Background: an optimization exercise with open tools, aiming at small area. Do not read the settings as production practice. The RTL was checked by simulation tests, not by an equivalence proof against the original design. Power figures rest on the tool's default switching activity, not on a simulated workload.

## cw848_cvt4
module cw848_cvt4 (
    input  wire         clk,
    input  wire         rst,         
    input  wire         seed_wr,     
    input  wire [31:0]  seed,
    input  wire         in_valid,
    input  wire [3:0]   in_fmt,      
    input  wire [1:0]   in_rnd,      
    input  wire [3:0]   in_src,      
    input  wire [127:0] in_a,        
    output reg          out_valid,
    output reg          out_err,     
    output reg  [127:0] out_res,
    output reg  [19:0]  out_flags    
);
    localparam NL = 4;
    reg  [31:0] sr_state;
    reg  [31:0] sr_seed;
    wire        draw     = in_valid && (in_rnd == 2'b10);
    wire [31:0] s0       = seed_wr ? seed : (sr_state == 32'd0) ? sr_seed : sr_state;
    wire [31:0] s1       = s0 ^ (s0 << 13);
    wire [31:0] s2       = s1 ^ (s1 >> 17);
    wire [31:0] v_draw   = s2 ^ (s2 << 5);
    always @(posedge clk) begin
        if (rst) begin
            sr_state <= 32'd0;
            sr_seed  <= 32'd0;
        end else begin
            if (seed_wr) sr_seed <= seed;
            if (draw)         sr_state <= v_draw;
            else if (seed_wr) sr_state <= seed;
        end
    end
    reg          s1_valid;
    reg  [3:0]   s1_fmt;
    reg  [1:0]   s1_rnd;
    reg          s1_int;
    reg          s1_bad;
    reg  [127:0] s1_a;
    wire in_bad = (in_fmt == 4'h0) || (in_fmt == 4'hF) || (in_rnd == 2'b11) ||
                  !((in_src == 4'h1) || (in_src == 4'hB));
    always @(posedge clk) begin
        if (rst) s1_valid <= 1'b0;
        else     s1_valid <= in_valid;
        s1_fmt <= in_fmt;
        s1_rnd <= in_rnd;
        s1_int <= in_src[3];
        s1_bad <= in_bad;
        s1_a   <= in_a;
    end
    wire [3:0] f = s1_fmt;
  ...
Size in the first run: roughly 5400 cells after synthesis, about 320 I/O pins, about 0.035 sq mm of cells after synthesis.
==> flow/config.mk <==
export PLATFORM = sky130hd
export DESIGN_NAME = cw848_cvt4
export DESIGN_NICKNAME = cw848_cvt4
export VERILOG_FILES = /design/flow/design.v
export SDC_FILE = /design/flow/constraint.sdc
export NUM_CORES = 4
export LEC_CHECK = 0
export ABC_AREA = 1
export CAP_MARGIN = 20
export CORE_MARGIN = 2
export CORE_UTILIZATION = 55
export GPL_TIMING_DRIVEN = 0
export PLACE_DENSITY = 0.65
export SETUP_SLACK_MARGIN = 1.5
export SLEW_MARGIN = 20
==> flow/constraint.sdc <==
create_clock -name core_clock -period 32.0 [get_ports {clk}]
set_input_delay 6.4000 -clock core_clock [delete_from_list [all_inputs] [get_ports {clk}]]
set_output_delay 6.4000 -clock core_clock [all_outputs]
set_load 0.01 [all_outputs]
standard.sh (not shown) runs the stock make flow with config.mk's settings and CLKGATE_MAP_FILE= SYNTH_SCRIPT=/design/flow/synth_recipe.tcl, a recipe that flattens the netlist after the stock synthesis.
==> flow/flow/run.sh <==
#!/bin/bash
# Standard layout (the standard.sh) with these changes:
#  - synthesis maps the logic with ABC's area mapper, remapped a few times
#    (flow/abc_area.script)
#    instead of ORFS's ABC script; registers are mapped as in the standard
#    synthesis (dfflibmap runs before ABC and ABC leaves them alone);
#  - ports are buffered with sky130_fd_sc_hd__buf_1;
#  - CTS builds larger sink clusters and inserts no
#    dummy loads.
# Each tool's output goes to standard.log (and ORFS's own logs under orfs/).
set -euo pipefail
here=$(pwd)
export CVT_ABC_SCRIPT=$here/flow/abc_area.script
cat flow/abc_wrap.tcl synth_recipe.tcl > cvt_synth.tcl
bash standard.sh \
  SYNTH_SCRIPT=$here/cvt_synth.tcl \
  "BUFFER_PORTS_ARGS=-buffer_cell sky130_fd_sc_hd__buf_1" \
  "CTS_ARGS=-sink_clustering_enable -repair_clock_nets -dont_use_dummy_load -sink_clustering_size 20 -sink_clustering_max_diameter 100" \
  finish > standard.log 2>&1
==> flow/flow/abc_area.script <==
&get -n
&st
&syn2
&dc2
&syn3
&dc2
&deepsyn -T 300
&put
dch -f
amap -F 50 -A 50
strash
dch -f
amap -F 50 -A 50
strash
dch -f
amap -F 50 -A 50
strash
dch -f
amap -F 50 -A 50
strash
dch -f
amap -F 50 -A 50
strash
dch -f
amap -F 50 -A 50
strash
dch -f
amap -F 50 -A 50
strash
dch -f
amap -F 50 -A 50
topo
==> flow/flow/abc_wrap.tcl <==
# Read before the standard flow's synthesis script: yosys's abc pass is called with this
# flow's ABC script (area mapping) in place of the one ORFS passes.
proc abc {args} {
  set i [lsearch -exact $args -script]
  if { $i >= 0 } {
    lset args [expr { $i + 1 }] $::env(CVT_ABC_SCRIPT)
  }
  yosys abc {*}$args
}
The baseline went through all stages and came out clean.
Next try:
--- a/flow/flow/run.sh
+++ b/flow/flow/run.sh
@@ -2,4 +2,3 @@
 # Standard layout (the standard.sh) with these changes:
-#  - synthesis maps the logic with ABC's area mapper, remapped a few times
-#    (flow/abc_area.script)
+#  - synthesis maps the logic with ABC's area mapper (flow/abc_area.script)
 #    instead of ORFS's ABC script; registers are mapped as in the standard
@@ -7,4 +6,3 @@
 #  - ports are buffered with sky130_fd_sc_hd__buf_1;
-#  - CTS builds larger sink clusters and inserts no
-#    dummy loads.
+#  - CTS builds larger sink clusters and inserts no dummy loads.
 # Each tool's output goes to standard.log (and ORFS's own logs under orfs/).
==> flow/flow/abc_area.script (replaced) <==
&get -n
&st
&syn2
&dc2
&syn3
&dc2
&deepsyn -T 240
&put
dch -f
amap
topo
- CORE_UTILIZATION: 55 -> 65
- PLACE_DENSITY: 0.65 -> 0.75
- SETUP_SLACK_MARGIN: 1.5 -> not set
Result:
- final cell count drops by 1.8%
- power drops by 0.67%
- wire length climbs by 2.3%
- worst setup slack got worse by 0.46 ns
- utilization climbs by 11 points
Next try:
- CORE_UTILIZATION: 65 -> 55
- PLACE_DENSITY: 0.75 -> 0.65
The changed run passed the timing, DRC and antenna checks.
Worst setup slack is better by 0.86 ns.
Synthesized cell count stays the same.
First-iteration DRC count is lower by 17%.
Count of clock-buffer cells in the layout climbs by 3.
Wire length rose by 0.66%.
Synthesized area is unchanged.
Clock skew rose by 0.037 ns.
Hold slack gets better by 0.013 ns.
Cell count increases by about 2.6%.
Total power stays flat.
Next try:
--- a/flow/flow/run.sh
+++ b/flow/flow/run.sh
@@ -2,3 +2,4 @@
 # Standard layout (the standard.sh) with these changes:
-#  - synthesis maps the logic with ABC's area mapper (flow/abc_area.script)
+#  - synthesis maps the logic with ABC's area mapper, remapped a few times
+#    (flow/abc_area.script)
 #    instead of ORFS's ABC script; registers are mapped as in the standard
@@ -6,3 +7,4 @@
 #  - ports are buffered with sky130_fd_sc_hd__buf_1;
-#  - CTS builds larger sink clusters and inserts no dummy loads.
+#  - CTS builds larger sink clusters and inserts no
+#    dummy loads.
 # Each tool's output goes to standard.log (and ORFS's own logs under orfs/).
==> flow/flow/abc_area.script (replaced) <==
&get -n
&st
&syn2
&dc2
&syn3
&dc2
&deepsyn -T 200
&put
dch -f
amap -F 50 -A 50
strash
dch -f
amap -F 50 -A 50
strash
dch -f
amap -F 50 -A 50
strash
dch -f
amap -F 50 -A 50
strash
dch -f
amap -F 50 -A 50
strash
dch -f
amap -F 50 -A 50
strash
dch -f
amap -F 50 -A 50
strash
dch -f
amap -F 50 -A 50
strash
dch -f
amap -F 50 -A 50
strash
dch -f
amap -F 50 -A 50
strash
dch -f
amap -F 50 -A 50
strash
dch -f
amap -F 50 -A 50
topo
- SETUP_SLACK_MARGIN: not set -> 1.5
Effect: The new run completed with no timing, DRC or antenna violations; power rose by 6.4%; critical path depth grows by 13; non-clock buffer count went down by 5; hold slack degrades by 0.011 ns; design area fell by 1.5%; setup slack improved by 0.43 ns; sequential power stays flat.

==> separate check: timing with driven ports <==
The flow's constraints put no driver on any port. The routed layouts listed below were extracted and timed again, unchanged, in two steps. Step 1: set_driving_cell puts a clkbuf_16 on clk and a buf_2 on each other input, an assumption about the parent block. Step 2 moves the port delays by t, midway between the first and last clock arrival at a register: inputs arrive t later, outputs are due t later. That takes back most of the time a late clock gives input paths. Three values: no drivers, after step 1, after step 2; two values: the first two.
run | t (ns) | slack for setup (ns) | slew at the worst register clock pin (ns)
the first run | 0.676 | 2.826 / 2.826 / 2.826 | 0.09 / 0.09
the second run | 0.651 | 2.367 / 2.367 / 2.367 | 0.09 / 0.09
the third run | 0.677 | 3.224 / 3.224 / 3.224 | 0.09 / 0.09
the fourth run | 0.659 | 3.654 / 3.654 / 3.654 | 0.09 / 0.09
After both steps setup and hold are still met in every run listed.
